What follows belongs to an exercise in optimizing a design on an open flow for small area; a production flow would make more cautious choices.
The RTL was checked by simulation tests, not by an equivalence proof against the original design.
No activity file was given, so power comes from the tool's default toggle rates.

### flow/run.sh
#!/bin/bash
# synth_recipe.tcl (not shown) runs the flow's synth.tcl, then flattens the netlist and writes it again
# the make line also repeats each setting of config.mk as NAME=value (left out here)
make -C /OpenROAD-flow-scripts/flow DESIGN_CONFIG=/design/flow/config.mk WORK_HOME=/design/flow/orfs CLKGATE_MAP_FILE= SYNTH_SCRIPT=/design/flow/synth_recipe.tcl finish
### flow/config.mk
export PLATFORM = sky130hd
export DESIGN_NAME = cicb_dc
export DESIGN_NICKNAME = cicb_dc
export VERILOG_FILES = /design/flow/design.v
export SDC_FILE = /design/flow/constraint.sdc
export NUM_CORES = 4
export LEC_CHECK = 0
export CAP_MARGIN = 20
export CORE_MARGIN = 2
export CORE_UTILIZATION = 40
export SLEW_MARGIN = 20
### flow/constraint.sdc
create_clock -name core_clock -period 14.0 [get_ports {clk}]
set_input_delay 2.8000 -clock core_clock [delete_from_list [all_inputs] [get_ports {clk}]]
set_output_delay 2.8000 -clock core_clock [all_outputs]
set_load 0.01 [all_outputs]
### flow/design.v
module cicb_dc (
    input  wire               clk,
    input  wire               rst,             
    input  wire [11:0]        cfg_rb_m1,       
    input  wire [5:0]         cfg_s,           
    input  wire [17:0]        cfg_k,           
    input  wire               cfg_dc_en,
    input  wire [4:0]         cfg_dc_k,        
    input  wire               cfg_freeze_ovr,
    input  wire [31:0]        cfg_dc_init,     
    input  wire               in_valid,
    input  wire signed [23:0] in_data,
    input  wire               in_freeze,
    output wire               out_valid,
    output wire signed [23:0] out_data,
    output wire               out_ovr
);
    wire r_is1 = (cfg_rb_m1 == 12'd0);
    wire fast  = (cfg_rb_m1[11:1] == 11'd0);           
    wire r_gt2 = ~fast;
    reg [2:0] lm1, ir;
    reg [3:0] sw, pr;
    always @(*) begin
        if (cfg_s >= 6'd27)      begin lm1 = 3'd5; sw = cfg_s - 6'd27; end
        else if (cfg_s >= 6'd17) begin lm1 = 3'd4; sw = cfg_s - 6'd17; end
        else if (cfg_s >= 6'd7)  begin lm1 = 3'd3; sw = cfg_s - 6'd7;  end
        else                     begin lm1 = 3'd2; sw = cfg_s + 6'd3;  end
        if (cfg_s >= 6'd34)      begin ir = 3'd5; pr = cfg_s - 6'd34; end
        else if (cfg_s >= 6'd24) begin ir = 3'd4; pr = cfg_s - 6'd24; end
        else if (cfg_s >= 6'd14) begin ir = 3'd3; pr = cfg_s - 6'd14; end
        else if (cfg_s >= 6'd4)  begin ir = 3'd2; pr = cfg_s - 6'd4;  end
        else                     begin ir = 3'd1; pr = cfg_s + 6'd6;  end
    end
    reg  [11:0] phase;
    wire        acc_v = in_valid & ~rst;
    wire        last  = (phase == cfg_rb_m1);
    wire        ph0   = (phase == 12'd0);
    wire [11:0] phase_p1;
    inc_rc #(12) u_ph (.a(phase), .ci(1'b1), .s(phase_p1));
    reg  [5:1]  vq;           
    reg  [5:1]  sq;           
    reg  [6:0]  bq;           
    reg  [13:0] xd1;          
    reg  [3:0]  xd2;          
    reg  [5:3]  sgd;          
    always @(posedge clk) begin
        if (rst) begin
            phase <= 12'd0;
            vq    <= 5'd0;
            bq    <= 7'd0;
            xd1   <= 14'd0;
            xd2   <= 4'd0;
            sgd   <= 3'd0;
        end else begin
            if (in_valid)
                phase <= last ? 12'd0 : phase_p1;
            vq  <= {vq[4:1], in_valid};
            bq  <= {bq[5:0], in_valid & last};
            xd1 <= in_valid ? in_data[23:10] : 14'd0;
            xd2 <= xd1[13:10];
            sgd <= {sgd[4:3], xd2[3]};
        end
        sq <= {sq[4:1], acc_v & ph0};
    end
    wire [5:0]  vk = {vq, acc_v};
    wire [5:0]  sk = {sq, acc_v & ph0};
    wire [59:0] xs = {{10{sgd[5]}}, {10{sgd[4]}}, {10{sgd[3]}},
                      {6{xd2[3]}}, xd2, xd1[9:0],
                      acc_v ? in_data[9:0] : 10'd0};
    reg  [59:0] i1, i2, dacc, z2, z3;
    reg  [4:0]  c1q, c2q, cdq, cc2q, cc3q;
    wire [59:0] i1n, i2n, dn, c2, c3;
    wire [5:0]  c1o, c2o, cdo, cc2o, cc3o;
    genvar k;
    generate
        for (k = 0; k < 6; k = k + 1) begin : seg
            wire c1i  = (k == 0) ? 1'b0 : c1q[k-1];
            wire c2i  = (k == 0) ? 1'b0 : c2q[k-1];
            wire cdi  = (k == 0) ? 1'b0 : cdq[k-1];
            wire cc2i = (k == 0) ? 1'b1 : cc2q[k-1];
            wire cc3i = (k == 0) ? 1'b1 : cc3q[k-1];
            wire [9:0] i1g  = vk[k] ? i1n[10*k +: 10] : 10'd0;
            wire [9:0] i2g  = vk[k] ? i2n[10*k +: 10] : 10'd0;
            wire [9:0] dold = sk[k] ? 10'd0 : dacc[10*k +: 10];
            rca #(10) u_i1 (.a(i1[10*k +: 10]), .b(xs[10*k +: 10]), .ci(c1i),
                            .s(i1n[10*k +: 10]), .co(c1o[k]));
            rca #(10) u_i2 (.a(i2[10*k +: 10]), .b(i1g), .ci(c2i),
                            .s(i2n[10*k +: 10]), .co(c2o[k]));
            rca #(10) u_d  (.a(dold), .b(i2g), .ci(cdi),
                            .s(dn[10*k +: 10]), .co(cdo[k]));
            rca #(10) u_c2 (.a(dacc[10*k +: 10]), .b(~z2[10*k +: 10]), .ci(cc2i),
                            .s(c2[10*k +: 10]), .co(cc2o[k]));
            rca #(10) u_c3 (.a(c2[10*k +: 10]), .b(~z3[10*k +: 10]), .ci(cc3i),
                            .s(c3[10*k +: 10]), .co(cc3o[k]));
            always @(posedge clk) begin
                dacc[10*k +: 10] <= dn[10*k +: 10];
                if (rst) begin
                    i1[10*k +: 10] <= 10'd0;
                    i2[10*k +: 10] <= 10'd0;
                    z2[10*k +: 10] <= 10'd0;
                    z3[10*k +: 10] <= 10'd0;
                end else begin
                    i1[10*k +: 10] <= i1n[10*k +: 10];
                    i2[10*k +: 10] <= i2n[10*k +: 10];
                    if (bq[k]) begin
                        z2[10*k +: 10] <= dacc[10*k +: 10];
                        z3[10*k +: 10] <= c2[10*k +: 10];
                    end
                end
            end
        end
    endgenerate
    always @(posedge clk) begin
        if (rst) begin
            c1q <= 5'd0;
            c2q <= 5'd0;
        end else begin
            c1q <= c1o[4:0];
            c2q <= c2o[4:0];
        end
        cdq  <= cdo[4:0];
        cc2q <= cc2o[4:0];
        cc3q <= cc3o[4:0];
    end
    reg f0, f1, f2;
    always @(posedge clk) begin
        if (in_valid & last)
            f0 <= in_freeze;
        if (bq[0])
            f1 <= f0;
        if (bq[1])
            f2 <= f1;
    end
    reg  [5:0]  dsel;
    always @(*) begin : dselb
        integer j;
        for (j = 0; j < 6; j = j + 1)
            dsel[j] = bq[j] & (j <= lm1) & ~fast;
    end
    reg  [9:0]  dg;
    always @(*) begin : dgb
        integer j;
        dg = 10'd0;
        for (j = 0; j < 6; j = j + 1)
            dg = dg | (dsel[j] ? c3[10*j +: 10] : 10'd0);
    end
    wire        lastd = bq[lm1] & ~fast;
    wire        mdone = bq[lm1 + 3'd1] & ~fast;
    reg  signed [29:0] acc;
    reg  [5:0]  ehi;
    reg         zf, negf;
    wire signed [10:0] dsg  = {lastd & dg[9], dg};
    wire signed [29:0] base = bq[0] ? 30'sd0 : (acc >>> 10);
    wire [9:0]  inj   = bq[ir] ? (10'd1 << pr) : 10'd0;
    wire signed [29:0] accn = base + dsg * $signed({1'b0, cfg_k})
                            + $signed({20'd0, inj});
    reg midchk;
    always @(*) begin : midb
        integer j;
        midchk = 1'b0;
        for (j = 1; j < 6; j = j + 1)
            midchk = midchk | (bq[j] & (j < lm1));
    end
    always @(posedge clk) begin
        acc <= accn;
        ehi <= acc[9:4];
        if (bq[0])
            zf <= 1'b1;
        else if ((midchk & (|acc[9:0])) | (lastd & (|acc[3:0])))
            zf <= 1'b0;
        if (lastd)
            negf <= dg[9];
    end
    reg  [9:0]  s0d1, s0d2, s1d1;
    always @(posedge clk) begin
        s0d1 <= c3[9:0];
        s0d2 <= s0d1;
        s1d1 <= c3[19:10];
    end
    wire [27:0] af = {c3[27:20], s1d1, s0d2};
    wire [27:0] t2;
    inc_rc #(25) u_t2 (.a(af[27:3]), .ci(af[2] & (~af[27] | af[1] | af[0])), .s(t2[27:3]));
    assign t2[2:0] = 3'd0;
    wire [35:0] wt   = {acc, ehi};
    wire [35:0] wsh  = wt >> sw;
    wire [8:0]  lmsk = ~(9'h1FF << sw);
    wire        tie  = zf & ~(|(wt[8:0] & lmsk));
    wire [24:0] qm;
    dec_rc #(25) u_qm (.a(wsh[24:0]), .ci(negf & tie), .s(qm));
    wire [24:0] q    = fast ? (r_is1 ? af[24:0] : t2[27:3]) : qm;
    wire        qsat = q[24] ^ q[23];
    wire [23:0] qg   = qsat ? {q[24], {23{~q[24]}}} : q[23:0];
    reg         gv, gsat, gfrz;
    reg  [23:0] g;
    always @(posedge clk) begin
        gv   <= ~rst & (fast ? bq[2] : mdone);
        g    <= qg;
        gsat <= qsat;
        gfrz <= f2;
    end
    reg  signed [54:0] dp;
    reg  [1:0]  n_out;
    wire [4:0]  nsh = 5'd30 - cfg_dc_k;                
    wire [3:0]  imask = {cfg_dc_k >= 5'd5, cfg_dc_k >= 5'd6,
                         cfg_dc_k >= 5'd7, cfg_dc_k >= 5'd8};
    wire [54:0] dp_init = {cfg_dc_init[31], cfg_dc_init[31:4],
                           cfg_dc_init[3:0] & imask, 22'd0};
    wire [24:0] dh   = dp[54:30];
    wire        cf   = |dp[29:0];
    wire        f_gt = dp[29] & (|dp[28:0]);
    wire        f_eq = dp[29] & ~(|dp[28:0]);
    wire [25:0] m1;
    bk_add #(26) u_m1 (.a({{2{g[23]}}, g}), .b({~dh[24], ~dh}), .ci(1'b0), .s(m1));
    wire       rdn  = f_gt | (f_eq & m1[25]);
    wire [25:0] y;
    inc_rc #(26) u_y (.a(m1), .ci(~rdn), .s(y));
    wire       ysat = (y[25] != y[24]) | (y[24] != y[23]);
    wire [23:0] yv  = ysat ? {y[25], {23{~y[25]}}} : y[23:0];
    wire [80:0] stp_w = {{29{m1[25]}}, m1, {26{~cf}}} << nsh;
    wire [54:0] stp   = stp_w[80:26];
    wire [54:0] dp_n;
    bk_add #(55) u_dp (.a(dp), .b(stp), .ci(~cf), .s(dp_n));
    wire warm = (n_out == 2'd0 & ~r_is1) | (n_out == 2'd1 & r_gt2);
    wire skip = gfrz | (cfg_freeze_ovr & gsat) | warm;
    always @(posedge clk) begin
        if (rst) begin
            dp    <= dp_init;
            n_out <= 2'd0;
        end else if (gv) begin
            if (n_out != 2'd3)
                n_out <= n_out + 2'd1;
            if (cfg_dc_en & ~skip)
                dp <= dp_n;
        end
    end
    assign out_valid = gv & ~rst;
    assign out_data  = cfg_dc_en ? yv : g;
    assign out_ovr   = gsat | (cfg_dc_en & ysat);
endmodule
module rca #(parameter W = 8) (
    input  wire [W-1:0] a,
    input  wire [W-1:0] b,
    input  wire         ci,
    output wire [W-1:0] s,
    output wire         co
);
    wire [W:0] c;
    assign c[0] = ci;
    genvar i;
    generate
        for (i = 0; i < W; i = i + 1) begin : gb
            assign s[i]   = a[i] ^ b[i] ^ c[i];
            assign c[i+1] = (a[i] & b[i]) | (c[i] & (a[i] ^ b[i]));
        end
    endgenerate
    assign co = c[W];
endmodule
module inc_rc #(parameter W = 8) (
    input  wire [W-1:0] a,
    input  wire         ci,
    output wire [W-1:0] s
);
    wire [W:0] c;
    assign c[0] = ci;
    genvar i;
    generate
        for (i = 0; i < W; i = i + 1) begin : gb
            assign s[i]   = a[i] ^ c[i];
            assign c[i+1] = a[i] & c[i];
        end
    endgenerate
endmodule
module dec_rc #(parameter W = 8) (
    input  wire [W-1:0] a,
    input  wire         ci,
    output wire [W-1:0] s
);
    wire [W:0] c;
    assign c[0] = ci;
    genvar i;
    generate
        for (i = 0; i < W; i = i + 1) begin : gb
            assign s[i]   = a[i] ^ c[i];
            assign c[i+1] = ~a[i] & c[i];
        end
    endgenerate
endmodule
module bk_add #(parameter W = 8) (
    input  wire [W-1:0] a,
    input  wire [W-1:0] b,
    input  wire         ci,
    output wire [W-1:0] s
);
    localparam integer N  = W + 1;           
    localparam integer LV = (N <= 2) ? 1 : (N <= 4) ? 2 : (N <= 8) ? 3 : (N <= 16) ? 4 :
                            (N <= 32) ? 5 : (N <= 64) ? 6 : 7;
    wire [N-1:0] g0 = {a & b, ci};
    wire [N-1:0] p0 = {a ^ b, 1'b0};
    wire [N-1:0] gu [0:LV];
    wire [N-1:0] pu [0:LV];
    wire [N-1:0] gd [0:LV];
    wire [N-1:0] pd [0:LV];
    assign gu[0] = g0;
    assign pu[0] = p0;
    genvar l, i;
    generate
        for (l = 0; l < LV; l = l + 1) begin : up
            for (i = 0; i < N; i = i + 1) begin : n
                if (((i + 1) % (2 << l)) == 0) begin : op
                    assign gu[l+1][i] = gu[l][i] | (pu[l][i] & gu[l][i - (1 << l)]);
                    assign pu[l+1][i] = pu[l][i] & pu[l][i - (1 << l)];
                end else begin : pass
                    assign gu[l+1][i] = gu[l][i];
                    assign pu[l+1][i] = pu[l][i];
                end
            end
        end
        assign gd[LV] = gu[LV];
        assign pd[LV] = pu[LV];
        for (l = LV - 1; l >= 0; l = l - 1) begin : dn
            for (i = 0; i < N; i = i + 1) begin : n
                if (((i + 1) % (2 << l)) == (1 << l) && i >= 3 * (1 << l) - 1) begin : op
                    assign gd[l][i] = gd[l+1][i] | (pd[l+1][i] & gd[l+1][i - (1 << l)]);
                    assign pd[l][i] = pd[l+1][i] & pd[l+1][i - (1 << l)];
                end else begin : pass
                    assign gd[l][i] = gd[l+1][i];
                    assign pd[l][i] = pd[l+1][i];
                end
            end
        end
    endgenerate
    wire [N-1:0] cg = gd[0];
    assign s = p0[N-1:1] ^ cg[N-2:0];
endmodule
==> impl_metrics.ini, run 1 <==
[pwr]
power_density_nw_per_um2 = 133
p_sw_frac = 0.388
pwr-share-seq = 0.297
p_leak_nw = 19.7
pwr-share-clk = 0.269
ir_drop_mv = 0.113
comb_power_share = 0.435
power_switching_w = 0.00238
p_int_w = 0.00376
fin_total_pwr_w = 0.00614

[critical_path]
reg2reg_setup_slack_ns = 2.47
max_stage_delay_ns = 0.55
slowest_stage = clkdlybuf4s50_1
rr_startpoint = z2[10]
critPathLaunch = dp[31]
path_buf_inv = 4
cp_max_fo = 23
critPathKind = reg -> out
cp_common_cell = ha_1
critical_path_required_ns = 11.20
cp.arrival_ns = 10.34
cp-end-kind = output pin
start_kind = flop
cp_top_family = adder cells

[sta]
finalMaxSlewViolations = 0
rsz0062_at_grt = no
fin_tns_setup_ns = 0
final_hold_viol_count = 0
max_freq_mhz = 76.1
skew_ns = 0.0301
max_slew_margin = 0.324
tightest_slew_ns = 1.01
fin_crit_ns = 13.14
finalSetupViolCount = 0
min_period_over_period = 0.938

[finish]
final_nets = 5299
syn_to_final_growth_pct = 11.5
fin_cells = 5847
drive_gt1_frac = 0.0573

[global_routing]
antenna_found_initial = 0
grt_pass1_wl_um = 164000
track_usage = 0.190
met1_usage = 0.265
use_met3 = 0.0202
gr-total-overflow = 0
grt_max_degree = 89
grt_use_met2 = 0.315
grt_pass1_vias = 30000
busiest_layer = met2

[placed_design]
dp_cells = 5735
dp_hpwl_um = 77100
io_buffers = 128
gp_congestion = 0.935

[clocking]
ctsHoldBuffers = 0
clk_pin_slew_ns = 0.07
h-tree-depth = 2
cts_buffer_depth = 3
numCtsBuffers = 61
cts_resized = 0
clock_latency_ns = 0.66
clock_sinks = 530
cts_tree = yes
cts_root_buf = clkbuf_16
post-cts-setup-buffer-count = 0

[floorplanning]
die_h_um = 326
die_w_um = 326
ioPinCount = 129
coreArea_um2 = 103000
design.die.area_um2 = 106000
initial_core_util = 0.402
rows = 118

[synth]
synthesis.area_um2 = 41500
synth-seq-area-share = 0.265
synth_warnings = 3
ys_seq_elements = 530
synth_edf_count = 37
synthCells = 4391
synthFlopType = dfxtp_1
avgSynthCellArea_um2 = 9.44
synth.distinct_cells = 86
synthArstFlopShare = 0
syn-num-nets = 5271

[run_status]
status = complete, no violations

[drt]
drcViolationCount = 0
firstDrtPassIters = 7
drt.antenna.violating_nets = 0
drt_first_iter_violations = 1610
viasPerCell = 4.99
num_vias = 29100
wl_per_cell_um = 16.9
drt_wl_total_um = 99100

[flow_run]
max_cap_viol_count = 0

[min_path]
worstHoldStart = s0d1[1]
hold_path.class = reg -> reg
-- cell usage in the layout (no fill, tap or decap), types with 25 or more instances in the layout --
cell / instances
inv_1: 664
fa_1: 512
dfxtp_1: 491
nand2_1: 390
nor2_1: 326
ha_1: 264
nor2b_1: 192
and2_1: 169
mux2i_1: 169
a21oi_1: 163
clkdlybuf4s50_1: 125
o21ai_0: 103
a211oi_1: 74
clkbuf_16: 66
nand3_1: 50
xnor2_1: 49
a21o_1: 45
buf_4: 45
nand2b_1: 42
xor2_1: 37
edfxtp_1: 37
o31ai_1: 30
a221o_1: 27
nor3_1: 25
-- kinds of logic after synthesis --
family          synth area share
simple gates               0.147
mux                       0.0541
buf+inv                   0.0803
flops                      0.265
compound gates             0.100
fa+ha+maj                  0.333
xor+xnor                  0.0201
-- power by group through the flow --
stage	clock network (W)	registers, W	logic, W
final	0.00165	0.00182	0.00267
after detailed placement	0	0.00185	0.00264
after global routing	0.00176	0.00184	0.00294
after global placement	0	0.00186	0.00264
after floorplan	0	0.00178	0.00180
after CTS	0.00170	0.00182	0.00266
-- synth_stat cells, drive strengths merged (33+ instances only) --
| cell type | count | area (um^2) |
|---|---|---|
| a211oi | 75 | 576 |
| a21o | 45 | 338 |
| a21oi | 166 | 838 |
| and2 | 169 | 1060 |
| buf | 33 | 161 |
| clkbuf | 176 | 661 |
| dfxtp | 493 | 9870 |
| edfxtp | 37 | 1110 |
| fa | 513 | 10300 |
| ha | 264 | 3300 |
| inv | 666 | 2500 |
| mux2i | 169 | 1690 |
| nand2 | 390 | 1460 |
| nand2b | 42 | 263 |
| nand3 | 52 | 265 |
| nor2 | 327 | 1230 |
| nor2b | 192 | 1200 |
| o21ai | 111 | 567 |
| xnor2 | 54 | 473 |
| xor2 | 41 | 359 |
-- area by class of cell --
class / instances / area [um^2]
Antenna cell: 1 / 2.50
Clock buffer: 85 / 1830
Clock inverter: 25 / 277
Fill cell: 9881 / 57000
Inverter: 668 / 2510
Multi-Input combinational cell: 2984 / 27300
Sequential cell: 530 / 11000
Tap cell: 1380 / 1730
Timing Repair Buffer: 174 / 1640
-- flip-flops by register name, indices dropped and copies added (netlist names), 4 cells and up --
signal,count
xd1,14
z2,60
s0d1,10
s0d2,10
cc2q,5
cdq,5
bq,7
i1,60
acc,30
vq,5
c1q,5
xd2,4
sq,5
cc3q,5
phase,12
g,24
s1d1,10
z3,60
c2q,5
dacc,60
ehi,6
dp,55
i2,60
-- stage by stage --
step / hold WS [ns] / cell area, um^2 / worst slack (ns) / util
CTS: 0.320 / 46200 / 0.814 / 0.448
floorplan: 0.310 / 41500 / 2.84 / -
global placement: 0.311 / 44100 / 1.60 / 0.427
finish: 0.309 / 46200 / 0.864 / 0.448
global route: 0.329 / 46200 / 0.343 / 0.448
detailed placement: 0.313 / 44100 / 1.52 / 0.427
-- path summary, 6_finish.rpt --
| check | to | cells after the start |
|---|---|---|
| setup / recovery | out_data[4] | 44 |
| hold / removal | s0d2[1] | 0 |
| setup reg to reg | acc[29] | 39 |
| hold reg to reg | s0d2[1] | 0 |
-- metal layers --
metal / vias up / wire (um)
li1: 14200 / -
met1: 14300 / 45900
met2: 545 / 46800
met3: 129 / 3830
met4: 0 / 2590
met5: - / 0
==> run 2, diff against run 1 <==
--- a/flow/design.v
+++ b/flow/design.v
@@ -67,7 +67,7 @@
     wire [59:0] xs = {{10{sgd[5]}}, {10{sgd[4]}}, {10{sgd[3]}},
                       {6{xd2[3]}}, xd2, xd1[9:0],
                       acc_v ? in_data[9:0] : 10'd0};
-    reg  [59:0] i1, i2, dacc, z2, z3;
+    reg  [59:0] i1, i2, dacc, z2n, z3n;     
     reg  [4:0]  c1q, c2q, cdq, cc2q, cc3q;
     wire [59:0] i1n, i2n, dn, c2, c3;
     wire [5:0]  c1o, c2o, cdo, cc2o, cc3o;
@@ -88,23 +88,23 @@
                             .s(i2n[10*k +: 10]), .co(c2o[k]));
             rca #(10) u_d  (.a(dold), .b(i2g), .ci(cdi),
                             .s(dn[10*k +: 10]), .co(cdo[k]));
-            rca #(10) u_c2 (.a(dacc[10*k +: 10]), .b(~z2[10*k +: 10]), .ci(cc2i),
+            rca #(10) u_c2 (.a(dacc[10*k +: 10]), .b(z2n[10*k +: 10]), .ci(cc2i),
                             .s(c2[10*k +: 10]), .co(cc2o[k]));
-            rca #(10) u_c3 (.a(c2[10*k +: 10]), .b(~z3[10*k +: 10]), .ci(cc3i),
+            rca #(10) u_c3 (.a(c2[10*k +: 10]), .b(z3n[10*k +: 10]), .ci(cc3i),
                             .s(c3[10*k +: 10]), .co(cc3o[k]));
             always @(posedge clk) begin
                 dacc[10*k +: 10] <= dn[10*k +: 10];
                 if (rst) begin
                     i1[10*k +: 10] <= 10'd0;
                     i2[10*k +: 10] <= 10'd0;
-                    z2[10*k +: 10] <= 10'd0;
-                    z3[10*k +: 10] <= 10'd0;
+                    z2n[10*k +: 10] <= 10'h3FF;
+                    z3n[10*k +: 10] <= 10'h3FF;
                 end else begin
                     i1[10*k +: 10] <= i1n[10*k +: 10];
                     i2[10*k +: 10] <= i2n[10*k +: 10];
                     if (bq[k]) begin
-                        z2[10*k +: 10] <= dacc[10*k +: 10];
-                        z3[10*k +: 10] <= c2[10*k +: 10];
+                        z2n[10*k +: 10] <= ~dacc[10*k +: 10];
+                        z3n[10*k +: 10] <= ~c2[10*k +: 10];
                     end
                 end
             end
--- a/flow/config.mk
+++ b/flow/config.mk
@@ -5,7 +5,11 @@
 export SDC_FILE = /design/flow/constraint.sdc
 export NUM_CORES = 4
 export LEC_CHECK = 0
+export ABC_AREA = 1
 export CAP_MARGIN = 20
 export CORE_MARGIN = 2
 export CORE_UTILIZATION = 40
+export CTS_BUF_LIST = sky130_fd_sc_hd__clkbuf_4
+export CTS_CLUSTER_DIAMETER = 40
+export CTS_CLUSTER_SIZE = 10
 export SLEW_MARGIN = 20
==> impl_metrics.ini, run 2 <==
[floorplanning]
rows = 117
die_w_um = 324
ioPinCount = 129
design.die.area_um2 = 105000
initial_core_util = 0.402
die_h_um = 324
coreArea_um2 = 102000

[synth]
synthesis.area_um2 = 40800
synthFlopType = dfxtp_1
syn-num-nets = 5877
synth_most_common_cell = inv_1
synth_warnings = 3
synth_top_area_frac = 0.251
yosys-top-cells-count = 1078 x inv_1, 852 x nand2_1, 513 x fa_1
avgSynthCellArea_um2 = 8.17
synth.distinct_cells = 62
synth_edf_count = 37
synth_top_area_cell = fa_1
synthTopCellsByArea = fa_1 25%, dfxtp_1 24%, inv_1 9.9%
synth-seq-area-share = 0.269
ys_seq_elements = 530
synthCells = 4997
synthArstFlopShare = 0

[sta]
skew_ns = 0.0751
finalSetupViolCount = 0
fin_crit_ns = 12.95
max_freq_mhz = 77.2
max_slew_margin = 0.217
final_hold_viol_count = 0
finalMaxSlewViolations = 0
min_period_over_period = 0.925
fin_tns_setup_ns = 0
rsz0062_at_grt = no
tightest_slew_ns = 1.16

[critical_path]
critPathKind = reg -> out
cp.arrival_ns = 10.15
critical_path_required_ns = 11.20
cp_max_fo = 23
start_kind = flop
cp_common_cell = ha_1
cp-end-kind = output pin
slowest_stage = nand2_1
max_stage_delay_ns = 0.74

[global_routing]
grt_max_degree = 135
gr-total-overflow = 0
antenna_found_initial = 1
track_usage = 0.201
grt_pass1_wl_um = 167000
grt_pass1_vias = 31500

[finish]
fillers = 10300
drive_gt1_frac = 0.0489
final_common_cell = inv_1
final_nets = 5939
syn_to_final_growth_pct = 9.83
seq_area_um2 = 11000
mostFrequentLayoutCells = 1077 x inv_1, 852 x nand2_1, 513 x fa_1, 493 x dfxtp_1, 480 x nor2_1
utilization = 0.442
fin_cells = 6497
multiInputGateArea_um2 = 25000

[min_path]
hold_path.class = reg -> reg

[pwr]
p_leak_nw = 21.8
fin_total_pwr_w = 0.00572
ir_drop_mv = 0.0748
power_density_nw_per_um2 = 128

[clocking]
cts_root_buf = clkbuf_4
clk_pin_slew_ns = 0.09
ctsHoldBuffers = 0
h-tree-depth = 3
numCtsBuffers = 91
cts_tree = yes
cts_buffer_depth = 3
post-cts-setup-buffer-count = 0
clock_sinks = 530
clock_latency_ns = 0.92
cts_resized = 0

[placed_design]
io_buffers = 128
dp_hpwl_um = 80800
dp_cells = 6334
gp_congestion = 0.919

[drt]
drt_first_iter_violations = 1978
drt.antenna.violating_nets = 0
viasPerCell = 4.77
drcViolationCount = 0
num_vias = 31000
drt_wl_total_um = 102000
firstDrtPassIters = 6
wl_per_cell_um = 15.7

[flow_run]
max_cap_viol_count = 0

[run_status]
status = complete, no violations
==> run 2: power breakdown <==
group          internal (W)  switching [W]
sequential          0.00174       0.000168
clock              0.000667       0.000658
combinational      0.000909        0.00159
==> run 2: layer usage <==
| metal | track usage | routed length (um) |
|---|---|---|
| met1 | 0.274 | 46700 |
| met2 | 0.333 | 48300 |
| met3 | 0.0258 | 4400 |
| met4 | 0.0609 | 2710 |
| met5 | 0 | 0 |
==> run 2: worst paths after layout <==
check                 from      endpoint  slack, ns  depth (start not counted)
setup / recovery    dp[31]  out_data[22]       1.05                         46
hold / removal     s0d1[1]       s0d2[1]       0.33                          0
hold reg to reg    s0d1[1]       s0d2[1]       0.33                          0
setup reg to reg  dacc[40]       acc[26]       2.69                         39
==> run 2: cell families after synthesis <==
logic type                 Yosys count  share of synthesized area
and+or+nand+nor                   1519                      0.149
buffers and inverters             1292                      0.120
adders and majority gates          777                      0.332
AOI/OAI and AO/OA                  766                      0.104
DFF                                530                      0.269
xor gates and xnor gates            95                     0.0206
muxes                               18                    0.00441
==> run 2: critical path: cells and delay by family (launching register included) <==
family          cells  cell delay (ns)
xor+xnor            1             0.21
compound gates      1             0.23
buf+inv             3             0.78
fa+ha+maj          26             5.46
simple gates       15             2.22
flops               1             0.43
==> run 2: final cells by class <==
class                   instances  area share
diodes                          1   0.0000558
well taps                    1368      0.0382
multi-input cells            3175       0.557
clock inverters                63      0.0175
repair buffers                159      0.0340
inverters                    1102      0.0922
flip-flops and latches        530       0.245
clock buffers                  99      0.0166
==> run 2: per-stage QoR <==
stage	area (um^2)	setup WS, ns	hold WS, ns
2_1_floorplan	40800	3.61	0.310
3_3_place_gp	43300	1.88	0.311
3_5_place_dp	43300	1.75	0.313
4_1_cts	44900	0.993	0.330
5_1_grt	44900	0.421	0.337
6_report	44900	1.05	0.333
==> run 3, diff against run 2 <==
--- a/flow/config.mk
+++ b/flow/config.mk
@@ -9,7 +9,7 @@
 export CAP_MARGIN = 20
 export CORE_MARGIN = 2
 export CORE_UTILIZATION = 40
-export CTS_BUF_LIST = sky130_fd_sc_hd__clkbuf_4
-export CTS_CLUSTER_DIAMETER = 40
-export CTS_CLUSTER_SIZE = 10
+export CTS_BUF_LIST = sky130_fd_sc_hd__clkbuf_8
+export CTS_CLUSTER_DIAMETER = 60
+export CTS_CLUSTER_SIZE = 16
 export SLEW_MARGIN = 20
==> impl_metrics.ini, run 3 <==
[run_status]
status = complete, no violations

[min_path]
hold_path.class = reg -> reg
min_path_cells = 0

[synth]
ys_seq_elements = 530
synth_top_area_cell = fa_1
synth-seq-area-share = 0.269
synthTopCellsByArea = fa_1 25%, dfxtp_1 24%, inv_1 9.9%
synthArstFlopShare = 0
synth.distinct_cells = 62
synth_top_area_frac = 0.251
syn-num-nets = 5877
avgSynthCellArea_um2 = 8.17
synthFlopType = dfxtp_1
synth_most_common_cell = inv_1
synthCells = 4997
synth_warnings = 3
yosys-top-cells-count = 1078 x inv_1, 852 x nand2_1, 513 x fa_1
synth_edf_count = 37
synthesis.area_um2 = 40800

[clocking]
ctsHoldBuffers = 0
cts_root_buf = clkbuf_8
cts_tree = yes
post-cts-setup-buffer-count = 0
numCtsBuffers = 52
cts_resized = 0
cts_buffer_depth = 3
h-tree-depth = 2
clock_sinks = 530
clock_latency_ns = 0.72
clk_pin_slew_ns = 0.10

[drt]
drcViolationCount = 0
drt_wl_total_um = 102000
viasPerCell = 4.79
wl_per_cell_um = 15.8
num_vias = 30800
drt_first_iter_violations = 2100
drt.antenna.violating_nets = 0
firstDrtPassIters = 6

[critical_path]
cp-end-kind = output pin
critPathKind = reg -> out
rr_worst_depth = 39
cp.arrival_ns = 10.00
slowest_stage = nand2_1
critical_path_required_ns = 11.20
start_kind = flop
max_stage_delay_ns = 0.74
cp_common_cell = ha_1
cp_max_fo = 23

[finish]
seq_area_um2 = 11000
mostFrequentLayoutCells = 1083 x inv_1, 852 x nand2_1, 513 x fa_1, 493 x dfxtp_1, 480 x nor2_1
fin_cells = 6424
final_common_cell = inv_1
final_nets = 5900
fillers = 10300
syn_to_final_growth_pct = 8.93
multiInputGateArea_um2 = 25000
drive_gt1_frac = 0.0354

[pwr]
p_leak_nw = 21.6
ir_drop_mv = 0.0752
power_density_nw_per_um2 = 123

[floorplanning]
ioPinCount = 129
die_h_um = 324
design.die.area_um2 = 105000
coreArea_um2 = 102000
initial_core_util = 0.402
die_w_um = 324
rows = 117

[global_routing]
gr-total-overflow = 0
grt_pass1_wl_um = 166000
track_usage = 0.199
busiest_layer = met2
use_met3 = 0.0201
met1_usage = 0.276
grt_pass1_vias = 31100
grt_max_degree = 135
antenna_found_initial = 1
grt_use_met2 = 0.334

[sta]
fin_tns_setup_ns = 0
min_period_over_period = 0.914
skew_ns = 0.0736
rsz0062_at_grt = no
finalMaxSlewViolations = 0
final_hold_viol_count = 0
tightest_slew_ns = 1.10
finalSetupViolCount = 0
fin_crit_ns = 12.80
max_freq_mhz = 78.1
max_slew_margin = 0.262

[placed_design]
dp_hpwl_um = 80800
io_buffers = 128
dp_cells = 6334
gp_congestion = 0.919

[flow_run]
max_cap_viol_count = 0
run 3: cell type report:
type | instances | area share
diodes | 1 | 0.0000562
clock inverters | 34 | 0.00908
flip-flops and latches | 530 | 0.247
multi-input cells | 3175 | 0.561
repair buffers | 159 | 0.0343
inverters | 1102 | 0.0930
well taps | 1368 | 0.0385
clock buffers | 55 | 0.0170
run 3: final timing paths:
kind	slack, ns	start	endpoint
worst min-delay path	0.33	s0d1[9]	s0d2[9]
worst max-delay path	1.20	dp[31]	out_data[18]
worst min register to register	0.33	s0d1[9]	s0d2[9]
worst max register to register	2.72	dacc[40]	acc[26]
run 3: logic make-up (layout without fill, tap and decap cells):
logic type | count (synthesis) | count (layout) | share of synthesized area
other | 0 | 1 | 0
DFF | 530 | 530 | 0.269
and+or+nand+nor | 1519 | 1519 | 0.149
buffers and inverters | 1292 | 1350 | 0.120
adders and majority gates | 777 | 777 | 0.332
muxes | 18 | 18 | 0.00441
xor gates and xnor gates | 95 | 95 | 0.0206
AOI/OAI and AO/OA | 766 | 766 | 0.104
run 3: through the flow:
stage | hold slack [ns] | cell area, um^2 | util | setup slack (ns) | total power, W
after floorplan | 0.310 | 40800 | - | 3.61 | 0.00353
after global placement | 0.311 | 43300 | 0.426 | 1.88 | 0.00441
after detailed placement | 0.313 | 43300 | 0.426 | 1.75 | 0.00441
after CTS | 0.329 | 44500 | 0.438 | 1.15 | 0.00553
after global routing | 0.333 | 44500 | 0.438 | 0.619 | 0.00594
final | 0.327 | 44500 | 0.438 | 1.20 | 0.00549
run 3: worst max-delay path: cells and delay by family, from the launching register on:
| kind | cells | cell delay, ns |
|---|---|---|
| adders and majority gates | 26 | 5.42 |
| buffers and inverters | 3 | 0.76 |
| AOI/OAI and AO/OA | 1 | 0.20 |
| and+or+nand+nor | 15 | 2.23 |
| xor gates and xnor gates | 1 | 0.21 |
| DFF | 1 | 0.44 |
run 3: where the power goes:
| group | switching (W) | internal, W | leakage [nW] |
|---|---|---|---|
| registers | 0.000168 | 0.00174 | 4.40 |
| clock network | 0.000623 | 0.000467 | 0.600 |
| logic | 0.00159 | 0.000908 | 16.6 |
| total | 0.00238 | 0.00311 | 21.6 |
run 3: metal layers:
layer	part of all wire	wire length [um]
met3	0.040	4100
met4	0.023	2370
met5	0	0
met2	0.47	48100
met1	0.46	47000
==> run 4, diff against run 3 <==
--- a/flow/design.v
+++ b/flow/design.v
@@ -162,7 +162,7 @@
             midchk = midchk | (bq[j] & (j < lm1));
     end
     always @(posedge clk) begin
-        acc <= accn;
+        acc <= fast ? {c3[19:10], acc[9:0], c3[9:0]} : accn;
         ehi <= acc[9:4];
         if (bq[0])
             zf <= 1'b1;
@@ -171,13 +171,7 @@
         if (lastd)
             negf <= dg[9];
     end
-    reg  [9:0]  s0d1, s0d2, s1d1;
-    always @(posedge clk) begin
-        s0d1 <= c3[9:0];
-        s0d2 <= s0d1;
-        s1d1 <= c3[19:10];
-    end
-    wire [27:0] af = {c3[27:20], s1d1, s0d2};
+    wire [27:0] af = {c3[27:20], acc[29:20], acc[19:10]};
     wire [27:0] t2;
     inc_rc #(25) u_t2 (.a(af[27:3]), .ci(af[2] & (~af[27] | af[1] | af[0])), .s(t2[27:3]));
     assign t2[2:0] = 3'd0;
@@ -203,8 +197,8 @@
     wire [4:0]  nsh = 5'd30 - cfg_dc_k;                
     wire [3:0]  imask = {cfg_dc_k >= 5'd5, cfg_dc_k >= 5'd6,
                          cfg_dc_k >= 5'd7, cfg_dc_k >= 5'd8};
-    wire [54:0] dp_init = {cfg_dc_init[31], cfg_dc_init[31:4],
-                           cfg_dc_init[3:0] & imask, 22'd0};
+    wire [54:0] dp_init = cfg_dc_en ? {cfg_dc_init[31], cfg_dc_init[31:4],
+                                       cfg_dc_init[3:0] & imask, 22'd0} : 55'd0;
     wire [24:0] dh   = dp[54:30];
     wire        cf   = |dp[29:0];
     wire        f_gt = dp[29] & (|dp[28:0]);
@@ -234,8 +228,8 @@
         end
     end
     assign out_valid = gv & ~rst;
-    assign out_data  = cfg_dc_en ? yv : g;
-    assign out_ovr   = gsat | (cfg_dc_en & ysat);
+    assign out_data  = yv;
+    assign out_ovr   = gsat | ysat;
 endmodule
 module rca #(parameter W = 8) (
     input  wire [W-1:0] a,
--- a/flow/config.mk
+++ b/flow/config.mk
@@ -11,5 +11,5 @@
 export CORE_UTILIZATION = 40
 export CTS_BUF_LIST = sky130_fd_sc_hd__clkbuf_8
 export CTS_CLUSTER_DIAMETER = 60
-export CTS_CLUSTER_SIZE = 16
+export CTS_CLUSTER_SIZE = 18
 export SLEW_MARGIN = 20
==> impl_metrics.ini, run 4 <==
[synth]
synthArstFlopShare = 0
yosys-top-cells-count = 1053 x inv_1, 755 x nand2_1, 531 x nor2_1
syn-num-nets = 5822
avgSynthCellArea_um2 = 8.19
synthFlopType = dfxtp_1
synth_warnings = 3
synth_edf_count = 59
ys_seq_elements = 500
synth_top_area_frac = 0.254
synthCells = 4942
synth_most_common_cell = inv_1
synthTopCellsByArea = fa_1 25%, dfxtp_1 22%, inv_1 9.8%
synthesis.area_um2 = 40500
synth.distinct_cells = 63
synth_top_area_cell = fa_1
synth-seq-area-share = 0.262

[sta]
finalMaxSlewViolations = 0
tightest_slew_ns = 0.926
rsz0062_at_grt = no
max_freq_mhz = 80.7
final_hold_viol_count = 0
fin_crit_ns = 12.39
fin_tns_setup_ns = 0
finalSetupViolCount = 0
skew_ns = 0.0648
timing.final.ws_setup_ns = 1.61
max_slew_margin = 0.377
min_period_over_period = 0.885

[pwr]
comb_power_share = 0.590
p_int_w = 0.00385
ir_drop_mv = 0.259
pwr-share-clk = 0.145
pwr-share-seq = 0.265
power_switching_w = 0.00358
power_density_nw_per_um2 = 168
p_leak_nw = 21.4
p_sw_frac = 0.481

[min_path]
hold_path.class = reg -> reg
hold_end = gfrz
min_path_cells = 0
worstHoldStart = f2

[flow_run]
max_cap_viol_count = 0

[drt]
viasPerCell = 4.92
drt_wl_total_um = 104000
drt_first_iter_violations = 2125
drcViolationCount = 0
firstDrtPassIters = 7
drt.antenna.violating_nets = 0
num_vias = 31100
wl_per_cell_um = 16.5

[global_routing]
track_usage = 0.207
antenna_found_initial = 1
gr-total-overflow = 0
grt_pass1_wl_um = 171000
grt_max_degree = 174
grt_pass1_vias = 31200

[clocking]
clk_pin_slew_ns = 0.10
clock_latency_ns = 0.70
clock_sinks = 500
numCtsBuffers = 50
h-tree-depth = 2
cts_tree = yes
ctsHoldBuffers = 0
cts_root_buf = clkbuf_8
post-cts-setup-buffer-count = 0
cts_buffer_depth = 3
cts_resized = 0

[critical_path]
critical_path_required_ns = 11.20
slowest_stage = a21oi_2
reg2reg_setup_slack_ns = 2.66
cp.arrival_ns = 9.59
r2r-end = acc[23]
rr_startpoint = dacc[10]
critPathKind = reg -> out
cp_common_cell = ha_1
cp_max_fo = 24
start_kind = flop
max_stage_delay_ns = 0.62
rr_worst_depth = 42
cp-end-kind = output pin

[floorplanning]
design.die.area_um2 = 104000
die_h_um = 322
initial_core_util = 0.404
die_w_um = 322
ioPinCount = 129
rows = 116
coreArea_um2 = 100000

[placed_design]
dp_hpwl_um = 84000
dpl_worst_slack_ns = 2.06
dp_cells = 6217
io_buffers = 128
gp_congestion = 0.925

[finish]
fin_cells = 6311
final_nets = 5851
mostFrequentLayoutCells = 1056 x inv_1, 754 x nand2_1, 531 x nor2_1, 513 x fa_1, 441 x dfxtp_1
final_common_cell = inv_1
syn_to_final_growth_pct = 9.10
drive_gt1_frac = 0.0403

[run_status]
status = complete, no violations
-- run 4: changes by cell type after synthesis, moves of 11 or more --
cell	before	now
a211oi_1	6	25
a21oi_1	205	169
dfxtp_1	493	441
edfxtp_1	37	59
inv_1	1078	1053
nand2_1	852	755
nand3_1	102	120
nor2_1	480	531
nor3_1	19	30
o21ai_0	348	434
o21ai_1	43	5
o22ai_1	21	9
or2_2	16	27
xor2_1	65	51
-- run 4: cells by family after synthesis --
kind of cell	Yosys count	synth area share
flops	500	0.262
fa+ha+maj	777	0.336
xor+xnor	74	0.0162
simple gates	1522	0.154
mux	17	0.00421
buf+inv	1262	0.119
compound gates	790	0.109
-- run 4: power groups by stage --
stage | Combinational (W) | Sequential, W | Clock (W)
floorplan | 0.00285 | 0.00190 | 0
global placement | 0.00430 | 0.00200 | 0
detailed placement | 0.00433 | 0.00200 | 0
CTS | 0.00437 | 0.00197 | 0.00112
global route | 0.00499 | 0.00200 | 0.00117
finish | 0.00439 | 0.00197 | 0.00108
-- run 4: worst max-delay path: cells and delay by family (launching register included) --
kind / cells / cell delay (ns)
fa+ha+maj: 26 / 5.29
xor+xnor: 1 / 0.19
compound gates: 1 / 0.62
buf+inv: 4 / 0.85
flops: 1 / 0.45
simple gates: 14 / 1.51
-- run 4: final cells by class --
| type | count | area (um^2) |
|---|---|---|
| sequential | 500 | 10600 |
| timing repair buffer | 166 | 1580 |
| antenna | 2 | 5.00 |
| multi-input combinational | 3180 | 25100 |
| clock inverter | 36 | 425 |
| fill | 10100 | 56000 |
| inverter | 1073 | 4030 |
| tap | 1298 | 1620 |
| clock buffer | 56 | 771 |
-- run 4: worst max-delay path by stage --
stage | startpoint | to | slack (ns) | cells after the start
floorplan | dacc[30] | acc[23] | 3.78 | 43
global placement | cfg_s[3] | g[6] | 2.28 | 44
detailed placement | dp[31] | out_data[2] | 2.06 | 44
CTS | dp[31] | out_data[2] | 1.28 | 44
global route | dp[35] | out_data[4] | 0.90 | 46
finish | dp[31] | out_ovr | 1.61 | 46
-- run 4: per-layer routing --
metal | track usage | up-vias | part of all wire
li1 | - | 15300 | -
met1 | 0.295 | 15100 | 0.48
met2 | 0.341 | 610 | 0.46
met3 | 0.0229 | 103 | 0.046
met4 | 0.0381 | 0 | 0.017
met5 | 0 | - | 0
-- run 4: stage by stage --
| step | power [W] | utilization | hold slack (ns) | instance area (um^2) |
|---|---|---|---|---|
| floorplan | 0.00475 | - | 0.323 | 40500 |
| global placement | 0.00629 | 0.429 | 0.323 | 42900 |
| detailed placement | 0.00633 | 0.429 | 0.328 | 42900 |
| CTS | 0.00745 | 0.441 | 0.353 | 44100 |
| global route | 0.00816 | 0.441 | 0.360 | 44100 |
| finish | 0.00743 | 0.441 | 0.352 | 44100 |
==> run 5, diff against run 4 <==
==> flow/flow/run.sh (new file) <==
#!/bin/bash
# Standard layout, with the port buffers made from the smallest buffer cell.
set -euo pipefail
export BUFFER_PORTS_ARGS="-buffer_cell sky130_fd_sc_hd__buf_1"
bash standard.sh > flow_standard.log 2>&1
==> flow/standard.sh (new file) <==
#!/bin/bash
# synth_recipe.tcl (not shown) runs the flow's synth.tcl, then flattens the netlist and writes it again
# the make line also repeats each setting of config.mk as NAME=value (left out here)
make -C /OpenROAD-flow-scripts/flow DESIGN_CONFIG=/design/flow/config.mk WORK_HOME=/design/flow/orfs CLKGATE_MAP_FILE= SYNTH_SCRIPT=/design/flow/synth_recipe.tcl "${@:-finish}"
--- a/flow/config.mk
+++ b/flow/config.mk
@@ -11,5 +11,5 @@
 export CORE_UTILIZATION = 40
 export CTS_BUF_LIST = sky130_fd_sc_hd__clkbuf_8
 export CTS_CLUSTER_DIAMETER = 60
-export CTS_CLUSTER_SIZE = 18
+export CTS_CLUSTER_SIZE = 16
 export SLEW_MARGIN = 20
removed: flow/run.sh
==> impl_metrics.ini, run 5 <==
[run_status]
status = complete, no violations

[finish]
final_nets = 5854
fin_cells = 6306
seq_area_um2 = 10600
multiInputGateArea_um2 = 25100
final_common_cell = inv_1
drive_gt1_frac = 0.0395
fillers = 10200
syn_to_final_growth_pct = 7.08
mostFrequentLayoutCells = 1054 x inv_1, 754 x nand2_1, 531 x nor2_1, 513 x fa_1, 441 x dfxtp_1

[sta]
rsz0062_at_grt = no
max_slew_margin = 0.379
fin_tns_setup_ns = 0
skew_ns = 0.0429
tightest_slew_ns = 0.931
finalSetupViolCount = 0
max_freq_mhz = 83.3
final_hold_viol_count = 0
fin_crit_ns = 12.00
min_period_over_period = 0.857
finalMaxSlewViolations = 0

[floorplanning]
rows = 116
ioPinCount = 129
die_w_um = 322
initial_core_util = 0.404
design.die.area_um2 = 104000
die_h_um = 322
coreArea_um2 = 100000

[global_routing]
gr-total-overflow = 0
grt_pass1_wl_um = 170000
antenna_found_initial = 4
grt_pass1_vias = 30700
track_usage = 0.207
grt_max_degree = 78

[synth]
synthTopCellsByArea = fa_1 25%, dfxtp_1 22%, inv_1 9.8%
avgSynthCellArea_um2 = 8.19
synth_top_area_cell = fa_1
synth_most_common_cell = inv_1
ys_seq_elements = 500
synth.distinct_cells = 63
synth_warnings = 3
synth_edf_count = 59
synth_top_area_frac = 0.254
syn-num-nets = 5822
synth-seq-area-share = 0.262
synthArstFlopShare = 0
synthFlopType = dfxtp_1
synthesis.area_um2 = 40500
yosys-top-cells-count = 1053 x inv_1, 755 x nand2_1, 531 x nor2_1
synthCells = 4942

[pwr]
p_leak_nw = 21.0
power_density_nw_per_um2 = 165
ir_drop_mv = 0.277

[critical_path]
cp_top_family = adder cells
cp-end-kind = output pin
path_buf_inv = 4
cp_common_cell = ha_1
cp.arrival_ns = 9.20
slowest_stage = a21oi_2
critical_path_required_ns = 11.20
start_kind = flop
rr_worst_depth = 43
max_stage_delay_ns = 0.62
cp_max_fo = 24
critPathKind = reg -> out
cp_num_cells = 46

[clocking]
clock_sinks = 500
cts_resized = 0
h-tree-depth = 2
cts_root_buf = clkbuf_8
post-cts-setup-buffer-count = 0
clock_latency_ns = 0.70
ctsHoldBuffers = 0
cts_tree = yes
clk_pin_slew_ns = 0.10
numCtsBuffers = 50
cts_buffer_depth = 3

[min_path]
hold_path.class = reg -> reg
min_path_cells = 0

[drt]
firstDrtPassIters = 5
num_vias = 30800
viasPerCell = 4.88
drt_wl_total_um = 105000
drt.antenna.violating_nets = 0
wl_per_cell_um = 16.6
drcViolationCount = 0
drt_first_iter_violations = 2313

[placed_design]
gp_congestion = 0.958
io_buffers = 128
dp_cells = 6219
dp_hpwl_um = 84800

[flow_run]
max_cap_viol_count = 0
-- run 5: cell counts after synthesis --
No cell type changed its count.
-- run 5: metal layers --
| metal | GRT usage | part of all wire | vias to the layer above |
|---|---|---|---|
| met5 | 0 | 0.00012 | - |
| met4 | 0.0411 | 0.017 | 2 |
| met3 | 0.0260 | 0.055 | 104 |
| met2 | 0.330 | 0.45 | 731 |
| met1 | 0.302 | 0.48 | 14700 |
| li1 | - | - | 15300 |
-- run 5: cell type report --
class / instances / share of cell area
multi-input cells: 3180 / 0.579
flip-flops and latches: 500 / 0.245
inverters: 1073 / 0.0930
clock buffers: 53 / 0.0168
diodes: 1 / 0.0000578
repair buffers: 169 / 0.0187
well taps: 1298 / 0.0375
clock inverters: 32 / 0.00991
-- run 5: metrics by stage --
| stage | total power, W | setup slack, ns | util | area (um^2) | hold WS, ns |
|---|---|---|---|---|---|
| 6_report | 0.00717 | 2.00 | 0.433 | 43300 | 0.363 |
| 5_1_grt | 0.00788 | 1.36 | 0.433 | 43300 | 0.383 |
| 4_1_cts | 0.00718 | 1.95 | 0.432 | 43300 | 0.368 |
| 3_5_place_dp | 0.00608 | 2.41 | 0.421 | 42100 | 0.336 |
| 3_3_place_gp | 0.00603 | 2.59 | 0.420 | 42100 | 0.335 |
| 2_1_floorplan | 0.00475 | 3.78 | - | 40500 | 0.323 |
-- run 5: kinds of logic (layout without fill, tap and decap cells) --
| family | after synthesis | count (layout) | synth area share |
|---|---|---|---|
| other | 0 | 1 | 0 |
| buffers and inverters | 1262 | 1327 | 0.119 |
| adder cells (fa/ha/maj) | 777 | 777 | 0.336 |
| AND/OR/NAND/NOR | 1522 | 1522 | 0.154 |
| XOR/XNOR | 74 | 74 | 0.0162 |
| flip-flops | 500 | 500 | 0.262 |
| AO/OA/AOI/OAI | 790 | 790 | 0.109 |
| multiplexers | 17 | 17 | 0.00421 |
-- run 5: final timing paths --
kind	slack [ns]	end	from
max reg2reg	2.67	acc[23]	dacc[30]
min	0.36	gfrz	f2
max	2.00	out_data[16]	dp[31]
min reg2reg	0.36	gfrz	f2
-- run 5: where the power goes --
group	internal [W]	leakage [nW]	switching, W
Combinational	0.00141	16.2	0.00272
Sequential	0.00175	4.20	0.000218
Clock	0.000462	0.590	0.000608
Total	0.00362	21.0	0.00355

separate check: timing with driven ports:
The flow's constraints put no driver on any port. The routed layouts listed below were extracted and timed again, unchanged, in two steps.
Step 1 sets driving cells, clkbuf_16 on the clock port and buf_2 on the other inputs (assumed; they add their load-dependent delay and slew).
Step 2 times the ports against the registers' clock, not the clock port: input delays grow and output delays shrink by t, the midpoint of the rising clock arrivals with the driver on.
Slacks: no drivers / after step 1 / after step 2; pairs: no drivers / after step 1.
run | t, ns | setup slack, ns | hold WS [ns] | worst setup path after step 2 | latest minus earliest clock arrival (ns)
run 1 | 0.714 | 0.864 / 0.792 / 1.506 | 0.309 / 0.309 / 0.309 | register to output | 0.030 / 0.030
run 2 | 0.946 | 1.051 / 0.994 / 1.625 | 0.333 / 0.333 / 0.333 | input to register | 0.083 / 0.083
run 3 | 0.744 | 1.197 / 1.136 / 1.614 | 0.327 / 0.327 / 0.327 | input to register | 0.076 / 0.076
run 4 | 0.730 | 1.613 / 1.552 / 2.118 | 0.352 / 0.352 / 0.352 | input to register | 0.067 / 0.067
run 5 | 0.745 | 2.001 / 1.940 / 2.379 | 0.363 / 0.363 / 0.363 | input to register | 0.046 / 0.046
After both steps setup and hold are still met in every run listed.
